What follows belongs to an exercise in optimizing a design on an open flow for small area, a short achievable clock period and few clock cycles; a production flow would make more cautious choices.
At most, simulation tests tie the RTL to the original design; equivalence was not proved.

==> run a <==
==> flow/design.v (excerpt) <==
module prb_decomp (
    input  wire        clk,
    input  wire        rst,           
    input  wire [3:0]  cfg_meth,      
    input  wire [3:0]  cfg_width,     
    input  wire [15:0] cfg_mc_scale,  
    input  wire        cfg_mc_csf,    
    input  wire        in_valid,
    output wire        in_ready,
    input  wire [7:0]  in_data,
    output reg         out_valid,
    input  wire        out_ready,
    output reg  [15:0] out_i,
    output reg  [15:0] out_q,
    output reg  [1:0]  out_sat,       
    output reg         out_bad,       
    output reg         out_last       
);
Settings: LEC_CHECK=0, ABC_AREA=1, CAP_MARGIN=20, CELL_PAD_IN_SITES_DETAIL_PLACEMENT=0, CELL_PAD_IN_SITES_GLOBAL_PLACEMENT=0, CORE_MARGIN=2, CORE_UTILIZATION=55, CTS_BUF_LIST=sky130_fd_sc_hd__clkbuf_4 sky130_fd_sc_hd__clkbuf_8, CTS_CLUSTER_SIZE=30, PLACE_DENSITY=0.65, SLEW_MARGIN=20, SETUP_SLACK_MARGIN=23, BUFFER_PORTS_ARGS=-buffer_cell sky130_fd_sc_hd__buf_2; clock period 30.0 ns.
standard.sh (not shown) runs the stock make flow with config.mk's settings and CLKGATE_MAP_FILE= SYNTH_SCRIPT=/design/flow/synth_recipe.tcl, a recipe that flattens the netlist after the stock synthesis.
==> flow/flow/run.sh <==
#!/bin/bash
set -euo pipefail
cat flow/extra.mk >> config.mk
bash standard.sh > standard_make.log 2>&1
==> flow/flow/extra.mk <==
export SETUP_SLACK_MARGIN = 23
export BUFFER_PORTS_ARGS = -buffer_cell sky130_fd_sc_hd__buf_2
==> run b: changes against run a <==
CORE_UTILIZATION = 48   (was 55)
CTS_CLUSTER_SIZE = 20   (was 30)
PLACE_DENSITY = 0.6   (was 0.65)
==> summary.txt <==
item	run b	run a
Global Route met3 Usage	0.0278	0.0286
Detail-routed via count per cell	5.59	5.78
Postcts setup bufs	3	10
Worst clock skew	0.0173 ns	0.0352 ns
Worst-Margin Slew	0.987 ns	0.934 ns
Maximum number of pins on one net before global-route repair	42	30
Wirelength per Cell	16.8 microns	17.1 microns
Fraction of layout cells with a size suffix above 1	0.113	0.111
Total met3 wirelength after detailed routing	1700 microns	1970 microns
Buffers excl. clock	117	111
Highest-delay cell along the critical path	sky130_fd_sc_hd__nor4_4	sky130_fd_sc_hd__dfxtp_1
Post-layout worst setup margin	22.96 ns	22.98 ns
Critical path depth	10	1
Multi-input combinational cell area	0.00913 sq mm	0.00915 sq mm
Final cell area excluding filler cells	0.0162 sq mm	0.0161 sq mm
Critical path peak fanout	6	2
Slowest cell delay on critical path	0.33 ns	0.41 ns
Floorplan die height	179 microns	167 microns
WHS	0.447 ns	0.441 ns
Share of the clock period used by the worst path	0.235	0.234
Outcome	timing/DRC/antenna clean	timing/DRC/antenna clean
Testbench counts of run a, summed over its fixed seeds: cycles 102,509.
Testbench counts of run b, summed over its fixed seeds: cycles 102,509.

* * *

==> inputs of v27 <==
prb_decomp, a different RTL version from the one above (not shown whole).
// prb_decomp
module prb_decomp (
    input  wire        clk,
    input  wire        rst,           
    input  wire [3:0]  cfg_meth,      
    input  wire [3:0]  cfg_width,     
    input  wire [15:0] cfg_mc_scale,  
    input  wire        cfg_mc_csf,    
    input  wire        in_valid,
    output wire        in_ready,
    input  wire [7:0]  in_data,
    output reg         out_valid,
    input  wire        out_ready,
    output reg  [15:0] out_i,
    output reg  [15:0] out_q,
    output reg  [1:0]  out_sat,       
    output reg         out_bad,       
    output reg         out_last       
);
    reg        rdy_q;
    reg [31:0] acc;                   
    reg [5:0]  n;                     
    reg [5:0]  bcnt;                  
    reg        pend;                  
    reg [3:0]  fi_meth;
    reg [3:0]  fi_w;                  
    reg [15:0] fi_k;                  
    reg        fi_csf;
    assign in_ready = rdy_q;
    wire take    = in_valid & rdy_q;
    wire first   = (bcnt == 6'd0);
    wire cfg_par = (cfg_meth[3:2] == 2'b00) && (cfg_meth[1:0] != 2'b00);
    wire take_d  = take & ~(first & cfg_par);           
    wire [4:0] fi_w5  = {fi_w == 4'd0, fi_w};
    wire       fi_par = (fi_meth[3:2] == 2'b00) && (fi_meth[1:0] != 2'b00);
    wire [5:0] fi_bl  = {fi_w5, 1'b0} + {1'b0, fi_w5} - {5'd0, ~fi_par};  
    wire       blast  = (bcnt == fi_bl);
    reg [4:0]  xcnt;                  
    reg [15:0] u;                     
    reg        u_v, u_q, u_last;
    reg [3:0]  fd_w;
    reg [15:0] fd_k;
    reg        fd_csf;
    reg        fd_bad, fd_m3, fd_mul, fd_m4;
    reg [4:0]  fd_t;                  
    wire       fi_m0  = (fi_meth == 4'd0);
    wire       fi_m3  = (fi_meth == 4'd3);
    wire       fi_m4  = (fi_meth == 4'd4);
    wire       fi_ok  = (fi_meth <= 4'd2) | (fi_m3 & (fi_w5 >= 5'd4)) | (fi_m4 & (fi_w5 <= 5'd8));
    wire [4:0] fi_t   = fi_m0 ? 5'd15 : (5'd31 - {1'b0, fi_k[3:0]} - fi_w5);
    wire [4:0] fd_w5 = {fd_w == 4'd0, fd_w};
    wire       xnew  = (xcnt == 5'd0);
    wire [4:0] wx    = xnew ? fi_w5 : fd_w5;
    wire       have  = (n >= {1'b0, wx});
    wire       u_ok  = ~u_v | ~out_valid | out_ready;
    wire       ext   = have & u_ok;
    wire [46:0] ewin = {acc, 15'd0};
    wire [46:0] esh  = ewin >> (n - 6'd1);
    wire [15:0] umask = ~(16'hffff >> wx);
    wire [15:0] u_nx = esh[15:0] & umask;
  ...
clock: 30.0 ns
lec_check: 0
cap_margin: 20
cell_pad_in_sites_detail_placement: 1
cell_pad_in_sites_global_placement: 2
core_margin: 2
core_utilization: 30
place_density: 0.45
slew_margin: 20
run.sh (not shown) runs the stock make flow with config.mk's settings and CLKGATE_MAP_FILE= SYNTH_SCRIPT=/design/flow/synth_recipe.tcl, a recipe that flattens the netlist after the stock synthesis.
Stock flow here: none of the scripts above is used.
==> v21: changes against v27 <==
--- a/flow/design.v
+++ b/flow/design.v
@@ -1,55 +1,96 @@
 module prb_comp_dec (
     input  wire        bad,       
     input  wire        m3,        
     input  wire        mul,       
-    input  wire        m4,        
     input  wire [4:0]  t,         
-    input  wire [3:0]  w,         
-    input  wire [15:0] k,         
-    input  wire        csf,       
-    input  wire [15:0] u,         
-    output wire [15:0] y,
+    input  wire [16:0] x,         
+    input  wire [8:0]  y,         
+    output wire [15:0] q,
     output wire        sat
 );
+    wire [15:0] u = x[16:1];
     wire [2:0]  seg = u[14:12];
     wire [19:0] a   = {7'd0, 1'b1, u[11:0]} << seg;
-    wire [19:0] ml  = {a[19:12] - 8'd1, a[11:0]};
-    wire [20:0] v3  = u[15] ? (21'd0 - {1'b0, ml}) : {1'b0, ml};
+    reg  [7:0]  ah;
+    reg         z;
+    integer j;
+    always @* begin
+        z = 1'b1;
+        for (j = 0; j < 8; j = j + 1) begin
+            ah[j] = a[12 + j] ^ z;
+            z = z & ~a[12 + j];
+        end
+    end
+    wire [19:0] ml  = {ah, a[11:0]};
+    reg  [20:0] v3;
+    reg         o;
+    always @* begin
+        o = 1'b0;
+        for (j = 0; j < 21; j = j + 1) begin
+            v3[j] = (j < 20 ? ml[j] : 1'b0) ^ (u[15] & o);
+            o = o | (j < 20 ? ml[j] : 1'b0);
+        end
+    end
     wire [20:0] v   = m3 ? v3 : {{5{u[15]}}, u};
     wire [50:0] g   = {{15{v[20]}}, v, 15'd0};
     wire [50:0] gs  = g >> t;
     wire [20:0] dif = v ^ {21{v[20]}};
-    reg  [20:0] msk;
-    integer i;
-    always @* begin
-        for (i = 0; i < 21; i = i + 1)
-            msk[i] = (t <= i);
-    end
-    wire        fit_s = ~|(dif & msk);
+    wire [31:0] tge = 32'hffffffff << t;                  
+    wire        fit_s = ~|(dif & tge[20:0]);
     wire [15:0] y_s   = fit_s ? gs[15:0] : (v[20] ? 16'h8000 : 16'h7fff);
-    wire [2:0]  cpos = 3'd0 - w[2:0];                     
-    wire [8:0]  c9   = {u[15:8], 1'b0} | ({8'd0, csf} << cpos);
-    wire [16:0] mx   = m4 ? {1'b0, k} : {u, 1'b0};
-    wire [8:0]  my   = m4 ? c9 : {1'b0, k[7:0]};
     wire [17:0] yr;
     wire        tie;
-    prb_mul mu (.x(mx), .y(my), .yr(yr), .tie(tie));
+    prb_mul mu (.x(x), .y(y), .yr(yr), .tie(tie));
     wire        fit_m = (yr[17:15] == 3'b000) | (yr[17:15] == 3'b111);
     wire [15:0] y_m  = fit_m ? {yr[15:1], yr[0] & ~tie} : (yr[17] ? 16'h8000 : 16'h7fff);
-    assign y   = bad ? 16'd0 : (mul ? y_m : y_s);
+    assign q   = bad ? 16'd0 : (mul ? y_m : y_s);
     assign sat = ~bad & (mul ? ~fit_m : ~fit_s);
 endmodule
 module prb_mul (
     input  wire [16:0] x,
     input  wire [8:0]  y,
     output wire [17:0] yr,
     output wire        tie
 );
-    wire signed [25:0] p = $signed(x) * $signed(y) + 26'sd128;
+    wire [10:0] yy = {y[8], y, 1'b0};
+    reg  [25:0] r0, r1, r2, r3, r4, r5;
+    reg  [25:0] rr;
+    reg  [17:0] sel;
+    reg         neg, one, two, pneg;
+    integer i;
+    always @* begin
+        pneg = 1'b0;
+        r0 = 26'd0; r1 = 26'd0; r2 = 26'd0; r3 = 26'd0; r4 = 26'd0;
+        for (i = 0; i < 5; i = i + 1) begin
+            neg = yy[2*i+2];
+            one = yy[2*i+1] ^ yy[2*i];
+            two = (yy[2*i+2] & ~yy[2*i+1] & ~yy[2*i]) | (~yy[2*i+2] & yy[2*i+1] & yy[2*i]);
+            sel = ({18{one}} & {x[16], x}) | ({18{two}} & {x, 1'b0});
+            sel = sel ^ {18{neg}};
+            rr  = ({7'd0, ~sel[17], sel} << (2*i)) | ({25'd0, pneg} << (2*i) >> 2);
+            case (i)
+                0: r0 = rr;
+                1: r1 = rr;
+                2: r2 = rr;
+                3: r3 = rr;
+                default: r4 = rr;
+            endcase
+            pneg = neg;
+        end
+        r5 = 26'h2ac_0080 | {17'd0, pneg, 8'd0};
+    end
+    function [51:0] csa(input [25:0] a, input [25:0] b, input [25:0] c);
+        csa = {a ^ b ^ c, ((a & b) | (a & c) | (b & c)) << 1};
+    endfunction
+    wire [51:0] l1a = csa(r0, r1, r2);
+    wire [51:0] l1b = csa(r3, r4, r5);
+    wire [51:0] l2  = csa(l1a[51:26], l1a[25:0], l1b[51:26]);
+    wire [51:0] l3  = csa(l2[51:26], l2[25:0], l1b[25:0]);
+    wire [25:0] p   = l3[51:26] + l3[25:0];
     assign yr  = p[25:8];
     assign tie = (p[7:0] == 8'd0);
 endmodule
 module prb_decomp (
     input  wire        clk,
     input  wire        rst,           
     input  wire [3:0]  cfg_meth,      
@@ -82,51 +123,57 @@
     wire cfg_par = (cfg_meth[3:2] == 2'b00) && (cfg_meth[1:0] != 2'b00);
     wire take_d  = take & ~(first & cfg_par);           
     wire [4:0] fi_w5  = {fi_w == 4'd0, fi_w};
     wire       fi_par = (fi_meth[3:2] == 2'b00) && (fi_meth[1:0] != 2'b00);
     wire [5:0] fi_bl  = {fi_w5, 1'b0} + {1'b0, fi_w5} - {5'd0, ~fi_par};  
     wire       blast  = (bcnt == fi_bl);
     reg [4:0]  xcnt;                  
-    reg [15:0] u;                     
+    reg [16:0] rx;                    
+    reg [8:0]  ry;                    
     reg        u_v, u_q, u_last;
     reg [3:0]  fd_w;
     reg [15:0] fd_k;
-    reg        fd_csf;
+    reg        fd_c4;                 
     reg        fd_bad, fd_m3, fd_mul, fd_m4;
     reg [4:0]  fd_t;                  
     wire       fi_m0  = (fi_meth == 4'd0);
     wire       fi_m3  = (fi_meth == 4'd3);
     wire       fi_m4  = (fi_meth == 4'd4);
     wire       fi_ok  = (fi_meth <= 4'd2) | (fi_m3 & (fi_w5 >= 5'd4)) | (fi_m4 & (fi_w5 <= 5'd8));
     wire [4:0] fi_t   = fi_m0 ? 5'd15 : (5'd31 - {1'b0, fi_k[3:0]} - fi_w5);
     wire [4:0] fd_w5 = {fd_w == 4'd0, fd_w};
     wire       xnew  = (xcnt == 5'd0);
     wire [4:0] wx    = xnew ? fi_w5 : fd_w5;
     wire       have  = (n >= {1'b0, wx});
     wire       u_ok  = ~u_v | ~out_valid | out_ready;
-    wire       ext   = have & u_ok;
+    wire       ext   = have & (xnew ? (~u_v | ~out_valid) : u_ok);
     wire [46:0] ewin = {acc, 15'd0};
     wire [46:0] esh  = ewin >> (n - 6'd1);
     wire [15:0] umask = ~(16'hffff >> wx);
-    wire [15:0] u_nx = esh[15:0] & umask;
+    wire        csfx = xnew ? (fi_m4 & fi_csf) : fd_c4;
+    wire [15:0] cbit = {1'b0, umask[15:1]} & ~umask & {16{csfx}};
+    wire [15:0] u_nx = (esh[15:0] & umask) | cbit;
+    wire        m4x  = xnew ? fi_m4 : fd_m4;
+    wire [15:0] kx   = xnew ? fi_k : fd_k;
+    wire [16:0] rx_nx = m4x ? {1'b0, kx} : {u_nx, 1'b0};
+    wire [8:0]  ry_nx = m4x ? u_nx[15:7] : {1'b0, kx[7:0]};
     wire [5:0] n_x  = n - {1'b0, wx};
     wire [5:0] n_00 = n;
     wire [5:0] n_01 = n + 6'd8;
     wire [5:0] n_10 = n_x;
     wire [5:0] n_11 = n_x + 6'd8;
     wire [5:0] n_nx = ext ? (take_d ? n_11 : n_10) : (take_d ? n_01 : n_00);
     wire [5:0] bcnt_nx = take ? (first ? 6'd1 : (blast ? 6'd0 : bcnt + 6'd1)) : bcnt;
     wire       pend_nx = (pend & ~(ext & xnew)) | (take & first);
     wire       rdy_nx  = (n_nx <= 6'd24) & ~((bcnt_nx == 6'd0) & pend_nx);
     wire [15:0] y;
     wire        ys;
     prb_comp_dec dec (
-        .bad(fd_bad), .m3(fd_m3), .mul(fd_mul), .m4(fd_m4), .t(fd_t),
-        .w(fd_w), .k(fd_k), .csf(fd_csf),
-        .u(u), .y(y), .sat(ys)
+        .bad(fd_bad), .m3(fd_m3), .mul(fd_mul), .t(fd_t),
+        .x(rx), .y(ry), .q(y), .sat(ys)
     );
     wire out_free = ~out_valid | out_ready;
     wire wr_i = u_v & ~u_q & out_free;
     wire wr_q = u_v &  u_q & out_free;
     always @(posedge clk) begin
         if (rst) begin
             rdy_q     <= 1'b1;
@@ -159,22 +206,23 @@
         if (take & first) begin
             fi_meth <= cfg_meth;
             fi_w    <= cfg_width;
             fi_k    <= (cfg_meth == 4'd4) ? cfg_mc_scale : {8'd0, in_data};
             fi_csf  <= cfg_mc_csf;
         end
         if (ext) begin
-            u      <= u_nx;
+            rx     <= rx_nx;
+            ry     <= ry_nx;
             u_q    <= xcnt[0];
             u_last <= (xcnt == 5'd23);
         end
         if (ext & xnew) begin
             fd_w    <= fi_w;
             fd_k    <= fi_k;
-            fd_csf  <= fi_csf;
+            fd_c4   <= fi_m4 & fi_csf;
             fd_bad  <= ~fi_ok;
             fd_m3   <= fi_m3;
             fd_mul  <= (fi_meth == 4'd2) | fi_m4;
             fd_m4   <= fi_m4;
             fd_t    <= fi_t;
         end
         if (wr_i) begin
==> flow/flow/run.sh (new file) <==
#!/bin/bash
set -euo pipefail
margin=$(cat flow/margin.txt)
printf 'export SETUP_SLACK_MARGIN = %s\n' "$margin" >> config.mk
bash standard.sh > standard_make.log 2>&1
==> flow/flow/margin.txt (new file) <==
23
==> flow/standard.sh (new file) <==
#!/bin/bash
# synth_recipe.tcl (not shown) runs the flow's synth.tcl, then flattens the netlist and writes it again
# the make line also repeats each setting of config.mk as NAME=value (left out here)
make -C /OpenROAD-flow-scripts/flow DESIGN_CONFIG=/design/flow/config.mk WORK_HOME=/design/flow/orfs CLKGATE_MAP_FILE= SYNTH_SCRIPT=/design/flow/synth_recipe.tcl "${@:-finish}"
- ABC_AREA: not set -> 1
- SETUP_SLACK_MARGIN: not set -> 23
removed: flow/run.sh
==> v26: changes against v27 <==
--- a/flow/design.v
+++ b/flow/design.v
@@ -1,55 +1,96 @@
 module prb_comp_dec (
     input  wire        bad,       
     input  wire        m3,        
     input  wire        mul,       
-    input  wire        m4,        
     input  wire [4:0]  t,         
-    input  wire [3:0]  w,         
-    input  wire [15:0] k,         
-    input  wire        csf,       
-    input  wire [15:0] u,         
-    output wire [15:0] y,
+    input  wire [16:0] x,         
+    input  wire [8:0]  y,         
+    output wire [15:0] q,
     output wire        sat
 );
+    wire [15:0] u = x[16:1];
     wire [2:0]  seg = u[14:12];
     wire [19:0] a   = {7'd0, 1'b1, u[11:0]} << seg;
-    wire [19:0] ml  = {a[19:12] - 8'd1, a[11:0]};
-    wire [20:0] v3  = u[15] ? (21'd0 - {1'b0, ml}) : {1'b0, ml};
+    reg  [7:0]  ah;
+    reg         z;
+    integer j;
+    always @* begin
+        z = 1'b1;
+        for (j = 0; j < 8; j = j + 1) begin
+            ah[j] = a[12 + j] ^ z;
+            z = z & ~a[12 + j];
+        end
+    end
+    wire [19:0] ml  = {ah, a[11:0]};
+    reg  [20:0] v3;
+    reg         o;
+    always @* begin
+        o = 1'b0;
+        for (j = 0; j < 21; j = j + 1) begin
+            v3[j] = (j < 20 ? ml[j] : 1'b0) ^ (u[15] & o);
+            o = o | (j < 20 ? ml[j] : 1'b0);
+        end
+    end
     wire [20:0] v   = m3 ? v3 : {{5{u[15]}}, u};
     wire [50:0] g   = {{15{v[20]}}, v, 15'd0};
     wire [50:0] gs  = g >> t;
     wire [20:0] dif = v ^ {21{v[20]}};
-    reg  [20:0] msk;
-    integer i;
-    always @* begin
-        for (i = 0; i < 21; i = i + 1)
-            msk[i] = (t <= i);
-    end
-    wire        fit_s = ~|(dif & msk);
+    wire [31:0] tge = 32'hffffffff << t;                  
+    wire        fit_s = ~|(dif & tge[20:0]);
     wire [15:0] y_s   = fit_s ? gs[15:0] : (v[20] ? 16'h8000 : 16'h7fff);
-    wire [2:0]  cpos = 3'd0 - w[2:0];                     
-    wire [8:0]  c9   = {u[15:8], 1'b0} | ({8'd0, csf} << cpos);
-    wire [16:0] mx   = m4 ? {1'b0, k} : {u, 1'b0};
-    wire [8:0]  my   = m4 ? c9 : {1'b0, k[7:0]};
     wire [17:0] yr;
     wire        tie;
-    prb_mul mu (.x(mx), .y(my), .yr(yr), .tie(tie));
+    prb_mul mu (.x(x), .y(y), .yr(yr), .tie(tie));
     wire        fit_m = (yr[17:15] == 3'b000) | (yr[17:15] == 3'b111);
     wire [15:0] y_m  = fit_m ? {yr[15:1], yr[0] & ~tie} : (yr[17] ? 16'h8000 : 16'h7fff);
-    assign y   = bad ? 16'd0 : (mul ? y_m : y_s);
+    assign q   = bad ? 16'd0 : (mul ? y_m : y_s);
     assign sat = ~bad & (mul ? ~fit_m : ~fit_s);
 endmodule
 module prb_mul (
     input  wire [16:0] x,
     input  wire [8:0]  y,
     output wire [17:0] yr,
     output wire        tie
 );
-    wire signed [25:0] p = $signed(x) * $signed(y) + 26'sd128;
+    wire [10:0] yy = {y[8], y, 1'b0};
+    reg  [25:0] r0, r1, r2, r3, r4, r5;
+    reg  [25:0] rr;
+    reg  [17:0] sel;
+    reg         neg, one, two, pneg;
+    integer i;
+    always @* begin
+        pneg = 1'b0;
+        r0 = 26'd0; r1 = 26'd0; r2 = 26'd0; r3 = 26'd0; r4 = 26'd0;
+        for (i = 0; i < 5; i = i + 1) begin
+            neg = yy[2*i+2];
+            one = yy[2*i+1] ^ yy[2*i];
+            two = (yy[2*i+2] & ~yy[2*i+1] & ~yy[2*i]) | (~yy[2*i+2] & yy[2*i+1] & yy[2*i]);
+            sel = ({18{one}} & {x[16], x}) | ({18{two}} & {x, 1'b0});
+            sel = sel ^ {18{neg}};
+            rr  = ({7'd0, ~sel[17], sel} << (2*i)) | ({25'd0, pneg} << (2*i) >> 2);
+            case (i)
+                0: r0 = rr;
+                1: r1 = rr;
+                2: r2 = rr;
+                3: r3 = rr;
+                default: r4 = rr;
+            endcase
+            pneg = neg;
+        end
+        r5 = 26'h2ac_0080 | {17'd0, pneg, 8'd0};
+    end
+    function [51:0] csa(input [25:0] a, input [25:0] b, input [25:0] c);
+        csa = {a ^ b ^ c, ((a & b) | (a & c) | (b & c)) << 1};
+    endfunction
+    wire [51:0] l1a = csa(r0, r1, r2);
+    wire [51:0] l1b = csa(r3, r4, r5);
+    wire [51:0] l2  = csa(l1a[51:26], l1a[25:0], l1b[51:26]);
+    wire [51:0] l3  = csa(l2[51:26], l2[25:0], l1b[25:0]);
+    wire [25:0] p   = l3[51:26] + l3[25:0];
     assign yr  = p[25:8];
     assign tie = (p[7:0] == 8'd0);
 endmodule
 module prb_decomp (
     input  wire        clk,
     input  wire        rst,           
     input  wire [3:0]  cfg_meth,      
@@ -82,51 +123,58 @@
     wire cfg_par = (cfg_meth[3:2] == 2'b00) && (cfg_meth[1:0] != 2'b00);
     wire take_d  = take & ~(first & cfg_par);           
     wire [4:0] fi_w5  = {fi_w == 4'd0, fi_w};
     wire       fi_par = (fi_meth[3:2] == 2'b00) && (fi_meth[1:0] != 2'b00);
     wire [5:0] fi_bl  = {fi_w5, 1'b0} + {1'b0, fi_w5} - {5'd0, ~fi_par};  
     wire       blast  = (bcnt == fi_bl);
     reg [4:0]  xcnt;                  
-    reg [15:0] u;                     
+    reg [16:0] rx;                    
+    reg [8:0]  ry;                    
     reg        u_v, u_q, u_last;
     reg [3:0]  fd_w;
-    reg [15:0] fd_k;
-    reg        fd_csf;
+    reg        fd_c4;                 
     reg        fd_bad, fd_m3, fd_mul, fd_m4;
     reg [4:0]  fd_t;                  
     wire       fi_m0  = (fi_meth == 4'd0);
     wire       fi_m3  = (fi_meth == 4'd3);
     wire       fi_m4  = (fi_meth == 4'd4);
     wire       fi_ok  = (fi_meth <= 4'd2) | (fi_m3 & (fi_w5 >= 5'd4)) | (fi_m4 & (fi_w5 <= 5'd8));
     wire [4:0] fi_t   = fi_m0 ? 5'd15 : (5'd31 - {1'b0, fi_k[3:0]} - fi_w5);
     wire [4:0] fd_w5 = {fd_w == 4'd0, fd_w};
     wire       xnew  = (xcnt == 5'd0);
     wire [4:0] wx    = xnew ? fi_w5 : fd_w5;
     wire       have  = (n >= {1'b0, wx});
     wire       u_ok  = ~u_v | ~out_valid | out_ready;
-    wire       ext   = have & u_ok;
+    wire       ext   = have & (xnew ? (~u_v | ~out_valid) : u_ok);
     wire [46:0] ewin = {acc, 15'd0};
-    wire [46:0] esh  = ewin >> (n - 6'd1);
+    wire [5:0]  nm1  = n - 6'd1;
+    wire [46:0] esh  = ewin >> nm1[4:0];
     wire [15:0] umask = ~(16'hffff >> wx);
-    wire [15:0] u_nx = esh[15:0] & umask;
+    wire        csfx = xnew ? (fi_m4 & fi_csf) : fd_c4;
+    wire [15:0] cbit = {1'b0, umask[15:1]} & ~umask & {16{csfx}};
+    wire [15:0] u_nx = (esh[15:0] & umask) | cbit;
+    wire        m4x  = xnew ? fi_m4 : fd_m4;
+    wire        ld_rx = xnew | ~m4x;
+    wire        ld_ry = xnew | m4x;
+    wire [16:0] rx_nx = m4x ? {1'b0, fi_k} : {u_nx, 1'b0};
+    wire [8:0]  ry_nx = m4x ? u_nx[15:7] : {1'b0, fi_k[7:0]};
     wire [5:0] n_x  = n - {1'b0, wx};
     wire [5:0] n_00 = n;
     wire [5:0] n_01 = n + 6'd8;
     wire [5:0] n_10 = n_x;
     wire [5:0] n_11 = n_x + 6'd8;
     wire [5:0] n_nx = ext ? (take_d ? n_11 : n_10) : (take_d ? n_01 : n_00);
     wire [5:0] bcnt_nx = take ? (first ? 6'd1 : (blast ? 6'd0 : bcnt + 6'd1)) : bcnt;
     wire       pend_nx = (pend & ~(ext & xnew)) | (take & first);
     wire       rdy_nx  = (n_nx <= 6'd24) & ~((bcnt_nx == 6'd0) & pend_nx);
     wire [15:0] y;
     wire        ys;
     prb_comp_dec dec (
-        .bad(fd_bad), .m3(fd_m3), .mul(fd_mul), .m4(fd_m4), .t(fd_t),
-        .w(fd_w), .k(fd_k), .csf(fd_csf),
-        .u(u), .y(y), .sat(ys)
+        .bad(fd_bad), .m3(fd_m3), .mul(fd_mul), .t(fd_t),
+        .x(rx), .y(ry), .q(y), .sat(ys)
     );
     wire out_free = ~out_valid | out_ready;
     wire wr_i = u_v & ~u_q & out_free;
     wire wr_q = u_v &  u_q & out_free;
     always @(posedge clk) begin
         if (rst) begin
             rdy_q     <= 1'b1;
@@ -159,22 +207,24 @@
         if (take & first) begin
             fi_meth <= cfg_meth;
             fi_w    <= cfg_width;
             fi_k    <= (cfg_meth == 4'd4) ? cfg_mc_scale : {8'd0, in_data};
             fi_csf  <= cfg_mc_csf;
         end
         if (ext) begin
-            u      <= u_nx;
+            if (ld_rx)
+                rx <= rx_nx;
+            if (ld_ry)
+                ry <= ry_nx;
             u_q    <= xcnt[0];
             u_last <= (xcnt == 5'd23);
         end
         if (ext & xnew) begin
             fd_w    <= fi_w;
-            fd_k    <= fi_k;
-            fd_csf  <= fi_csf;
+            fd_c4   <= fi_m4 & fi_csf;
             fd_bad  <= ~fi_ok;
             fd_m3   <= fi_m3;
             fd_mul  <= (fi_meth == 4'd2) | fi_m4;
             fd_m4   <= fi_m4;
             fd_t    <= fi_t;
         end
         if (wr_i) begin
==> flow/flow/run.sh (new file) <==
#!/bin/bash
set -euo pipefail
margin=$(cat flow/margin.txt)
printf 'export SETUP_SLACK_MARGIN = %s\n' "$margin" >> config.mk
bash standard.sh > standard_make.log 2>&1
==> flow/flow/margin.txt (new file) <==
23
==> flow/standard.sh (new file) <==
#!/bin/bash
# synth_recipe.tcl (not shown) runs the flow's synth.tcl, then flattens the netlist and writes it again
# the make line also repeats each setting of config.mk as NAME=value (left out here)
make -C /OpenROAD-flow-scripts/flow DESIGN_CONFIG=/design/flow/config.mk WORK_HOME=/design/flow/orfs CLKGATE_MAP_FILE= SYNTH_SCRIPT=/design/flow/synth_recipe.tcl "${@:-finish}"
- ABC_AREA: not set -> 1
- CORE_UTILIZATION: 30 -> 50
- PLACE_DENSITY: 0.45 -> 0.65
- SETUP_SLACK_MARGIN: not set -> 23
removed: flow/run.sh
==> summary.txt <==
v21 went through all stages and came out clean. v27 produced a clean layout. v26 ended with an error in global placement (3_3_place_gp), error GPL-0301.
In v21 the via count is higher than in v27, by about 1.1%.
In count of clock-buffer cells in the layout, v27 and v21 do not differ.
Against v27, the first-iteration DRC count of v21 is smaller by 3.2%.
In v21 the flip-flop and latch count is higher than in v27, by 10.
Of v21 and v27, v21 has the higher non-clock buffer count (gap 11).
Area after synthesis: v27 > v21 > v26.
In v21 the die area is smaller than in v27, by about 8%.
==> figures <==
metric                                                           v27                              v26                  v21
Outcome                                     timing/DRC/antenna clean           stopped before the end  timing/DRC/antenna clean
Stage where the flow stopped                                       -  global placement (3_3_place_gp)                    -
Multiplexer area fraction after synthesis                      9.87%                            1.08%                2.39%
Global-route met2 utilization                                  36.1%                                -                37.4%
Total overflow reported by the global router                       0                                -                    0
Post-synthesis compound-gate area fraction                     18.1%                            15.5%                15.7%
Syn Inst Count                                                  2015                             2189                 2271
Layout Skew                                                0.0239 ns                                -            0.0122 ns
Adder-cell area share of the yosys netlist                     20.5%                            13.5%                12.9%
Top layer reached by signal wires                               met4                                -                 met4
Clock net sink count                                             162                                -                  172
Total number of vias                                           15052                                -                15223
Worst Hold Class                                             reg2reg                                -              reg2reg
Area share of buffers outside the clock network                5.09%                                -                5.45%
Flop2flop setup slack                                       21.50 ns                                -             23.47 ns
Slowest stage cell on the critical path                         fa_1                                -                or2_2
Area of the die                                          62400 sq um                                -          57700 sq um
H-tree levels                                                      4                                -                    4
Testbench counts of v21, summed over its fixed seeds: cycles 102,509.
Testbench counts of v26, summed over its fixed seeds: cycles 102,509.
Function not checked in v27: the RTL went through the layout flow alone.

-- re-timing with driven ports --
In the flow no input, the clock included, has a driving cell. The finished layouts below were timed again as built, in two steps.
Step 1 (the two cells are an assumption about what drives the block):
set clk [get_ports {clk}]
set_driving_cell -lib_cell sky130_fd_sc_hd__clkbuf_16 $clk
set_driving_cell -lib_cell sky130_fd_sc_hd__buf_2 [delete_from_list [all_inputs] $clk]
Step 2 moves the port delays by t, midway between the first and last clock arrival at a register: inputs arrive t later, outputs are due t later. That takes back most of the time a late clock gives input paths.
Slacks: ideal ports / drivers / drivers and shift; pairs: ideal ports / drivers.
run	t (ns)	setup slack, ns	worst setup path after step 2	worst slew at a driven data input, ns
run a	0.508	22.981 / 22.934 / 22.486	input to register	0.06
run b	0.508	22.956 / 22.949 / 22.449	input to register	0.06
v27	0.542	21.503 / 21.503 / 21.503	register to register	0.04
v21	0.497	22.946 / 22.917 / 22.467	input to register	0.04
After both steps every run listed still meets setup and hold. The setup slack of run b, which loses most, moves by -0.007 ns with the drivers and by -0.507 ns with both steps.
